Context: an optimization exercise on an open-source flow, tuned for small area, a short achievable clock period and few clock cycles. The choices shown serve that exercise and are no tape-out recipe. The RTL was checked by simulation tests, not by an equivalence proof against the original design. Power is estimated from default activity; no workload was simulated.

Design sillar_fpu, start of the top module:
module sillar_fpu (
    input  wire        clk,
    input  wire        rst,
    input  wire        in_valid,
    output wire        in_ready,
    input  wire [5:0]  in_op,
    input  wire [1:0]  in_rm,
    input  wire [31:0] in_a,
    input  wire [31:0] in_b,
    input  wire [31:0] in_c,
    output reg         out_valid,
    output reg  [31:0] out_res,
    output reg  [4:0]  out_flags
);
clock: 22.0 ns
lec_check: 0
cap_margin: 20
core_margin: 2
core_utilization: 40
slew_margin: 20
run.sh (not shown) runs the stock make flow with config.mk's settings and CLKGATE_MAP_FILE= SYNTH_SCRIPT=/design/flow/synth_recipe.tcl, a recipe that flattens the netlist after the stock synthesis.
Testbench counts at the start, summed over its fixed seeds: cycles 48,040.
Change:
Settings changed: CORE_UTILIZATION 40 to 65, PLACE_DENSITY set to 0.75.
=> Sequential share of layout area grows by 0.38 points. Via count grows by 2.6%. Synthesized area is unchanged.

* * *

== the reference run ==
sillar_fpu, a different RTL version from the one above (not shown whole).
Size in the first run: roughly 5300 cells after synthesis, ~530 flip-flops, roughly 150 I/O pins.
export LEC_CHECK = 0
export CAP_MARGIN = 20
export CORE_MARGIN = 2
export CORE_UTILIZATION = 40
export CTS_BUF_LIST = sky130_fd_sc_hd__clkbuf_8
export SLEW_MARGIN = 20
create_clock -name core_clock -period 22.0 [get_ports {clk}]
Per the final summary, the reference run finished and its layout is clean on timing, DRC and antenna.
Testbench counts of the reference run, summed over its fixed seeds: cycles 48,040.
> inputs changed (the reference run -> the trial run)
--- a/flow/config.mk
+++ b/flow/config.mk
@@ -10,3 +10,2 @@
 export CORE_UTILIZATION = 40
-export CTS_BUF_LIST = sky130_fd_sc_hd__clkbuf_8
 export SLEW_MARGIN = 20
Findings:
The trial run: done, clean on timing, DRC and antenna. The reference run -> the trial run: I/O pin count delta 0, exact match. For hold slack, the trial run and the reference run come out practically identical. Compared the reference run against the trial run; summed area of non-filler cells in the final layout within noise. On the trial run: via count of the first global-routing pass is about 0.45% lower than what the reference run gave. | total power | the reference run vs the trial run | ≈ equal |. The run showing the smaller clock network area share is the trial run. Clock slew at the register clock pins of the worst setup and hold paths: the trial run vs the reference run, no meaningful difference. The trial run: share of cells above drive strength 1 is 0.83 points lower than what the reference run reported. Compared with the reference run, in the trial run setup slack fell by 0.070 ns; total number of vias stayed essentially flat; areal power density over the cells stayed essentially flat.

* * *

sillar_fpu, a different RTL version from the one above (not shown whole).
Size in the first run: about 530 flip-flops.
clock: 22.0 ns
lec_check: 0
cap_margin: 20
core_margin: 2
core_utilization: 40
slew_margin: 20
standard.sh (not shown) runs the stock make flow with config.mk's settings and CLKGATE_MAP_FILE= SYNTH_SCRIPT=/design/flow/synth_recipe.tcl, a recipe that flattens the netlist after the stock synthesis.
==> flow/flow/run.sh <==
#!/bin/bash
# The standard layout (standard.sh, unchanged), except that the port
# buffers that global placement inserts on every input and output are
# sky130_fd_sc_hd__buf_4 rather than the default pick, a slow delay cell.
# ORFS writes each tool's log under orfs/logs; make's own output goes to
# standard.log here.
set -euo pipefail
cd "$(dirname "$0")/.."
export BUFFER_PORTS_ARGS="-buffer_cell sky130_fd_sc_hd__buf_4"
bash standard.sh > standard.log 2>&1
The first run went through all stages and came out clean.
Testbench counts at the start, summed over its fixed seeds: cycles 48,040.
==> next run, changes <==
==> flow/run.sh (new file) <==
#!/bin/bash
# synth_recipe.tcl (not shown) runs the flow's synth.tcl, then flattens the netlist and writes it again
# the make line also repeats each setting of config.mk as NAME=value (left out here)
make -C /OpenROAD-flow-scripts/flow DESIGN_CONFIG=/design/flow/config.mk WORK_HOME=/design/flow/orfs CLKGATE_MAP_FILE= SYNTH_SCRIPT=/design/flow/synth_recipe.tcl finish
removed: flow/flow/run.sh
removed: flow/standard.sh
Effect: The changed run finished clean. Die area is unchanged. Power rose by 0.39%. Cell area came out higher by 0.73%. Utilization increases by 0.32 points. Synthesized cell count is unchanged. Critical path depth went up by 1. Global-route usage goes up by 0.46 points. Hold slack gains 0.0067 ns. Wire length increases by 1.4%. Via count barely changes. Clock-buffer cell count shrinks by 2.

* * *

== the previous run ==
Another version of the RTL of sillar_fpu (not shown whole).
Size in the first run: roughly 5500 cells after synthesis, roughly 150 I/O pins.
==> flow/design.v (excerpt) <==
module sillar_fpu (
    input  wire        clk,
    input  wire        rst,
    input  wire        in_valid,
    output wire        in_ready,
    input  wire [5:0]  in_op,
    input  wire [1:0]  in_rm,
    input  wire [31:0] in_a,
    input  wire [31:0] in_b,
    input  wire [31:0] in_c,
    output reg         out_valid,
    output reg  [31:0] out_res,
    output reg  [4:0]  out_flags
);
==> flow/config.mk <==
export PLATFORM = sky130hd
export DESIGN_NAME = sillar_fpu
export DESIGN_NICKNAME = sillar_fpu
export VERILOG_FILES = /design/flow/design.v
export SDC_FILE = /design/flow/constraint.sdc
export NUM_CORES = 4
export LEC_CHECK = 0
export CAP_MARGIN = 50
export CORE_MARGIN = 2
export CORE_UTILIZATION = 40
export SLEW_MARGIN = 70
==> flow/constraint.sdc <==
create_clock -name core_clock -period 22.0 [get_ports {clk}]
set_input_delay 4.4000 -clock core_clock [delete_from_list [all_inputs] [get_ports {clk}]]
set_output_delay 4.4000 -clock core_clock [all_outputs]
set_load 0.01 [all_outputs]
==> flow/flow/run.sh <==
#!/bin/bash
# The standard layout (standard.sh, unchanged), except that the port
# buffers that global placement inserts on every input and output are
# sky130_fd_sc_hd__buf_4 rather than the default pick, a slow delay cell.
# ORFS writes each tool's log under orfs/logs; make's own output goes to
# standard.log here.
set -euo pipefail
cd "$(dirname "$0")/.."
export BUFFER_PORTS_ARGS="-buffer_cell sky130_fd_sc_hd__buf_4"
bash standard.sh > standard.log 2>&1
The previous run: all stages complete, timing, DRC and antenna checks passed
Testbench counts of the previous run, summed over its fixed seeds: cycles 48,040.
## Diff of input files: the current run against the previous run
- CAP_MARGIN: 50 -> 20
- SLEW_MARGIN: 70 -> 20
Findings:
The current run vs. the previous run: maximum cell stage delay along the critical path increased by 290 ps relative to the old numbers, routing usage on met3 went down, global-route usage over all layers decreased by 0.23 points relative to the old numbers, initial antenna violation count down 5, net switching share of the total power saw little to no change.
The routing usage on met1 on the previous run is in line with that on the current run.
As of the current run, pin count of the biggest net entering global routing had risen by more than a quarter compared to the previous run.

-- separate check: timing with driven ports --
The results above use ideal ports. As a check the final layouts listed here were re-extracted and re-timed, cells and wires unchanged.
Step 1, drivers: a clkbuf_16 drives clk and a buf_2 each remaining input, both assumed.
Step 2 moves the port delays by t, midway between the first and last clock arrival at a register: inputs arrive t later, outputs are due t later. That takes back most of the time a late clock gives input paths.
a / b / c = ideal ports / drivers / drivers and shift; a / b = the first two.
run | shift t [ns] | slack for setup (ns) | worst hold slack (ns) | worst setup path at the end
the first run of note 1 | 0.740 | 15.691 / 15.697 / 14.957 | 0.325 / 0.325 / 0.325 | input to register
the second run of note 1 | 0.709 | 15.503 / 15.548 / 14.839 | 0.326 / 0.326 / 0.326 | input to register
the reference run | 0.824 | 13.940 / 13.988 / 13.164 | 0.323 / 0.323 / 0.323 | input to register
the trial run | 0.757 | 13.870 / 13.925 / 13.168 | 0.321 / 0.321 / 0.321 | input to register
the first run of note 3 | 0.760 | 15.839 / 15.839 / 15.839 | 0.317 / 0.317 / 0.317 | register to register
the second run of note 3 | 0.746 | 15.804 / 15.804 / 15.598 | 0.324 / 0.324 / 0.324 | input to register
the previous run | 0.741 | 16.497 / 16.423 / 15.849 | 0.325 / 0.325 / 0.325 | input to register
the current run | 0.742 | 16.266 / 16.318 / 15.575 | 0.324 / 0.324 / 0.324 | input to register
After both steps every run listed still meets setup and hold. The setup slack of the reference run, which loses most, moves by +0.048 ns with the drivers and by -0.776 ns with both steps.
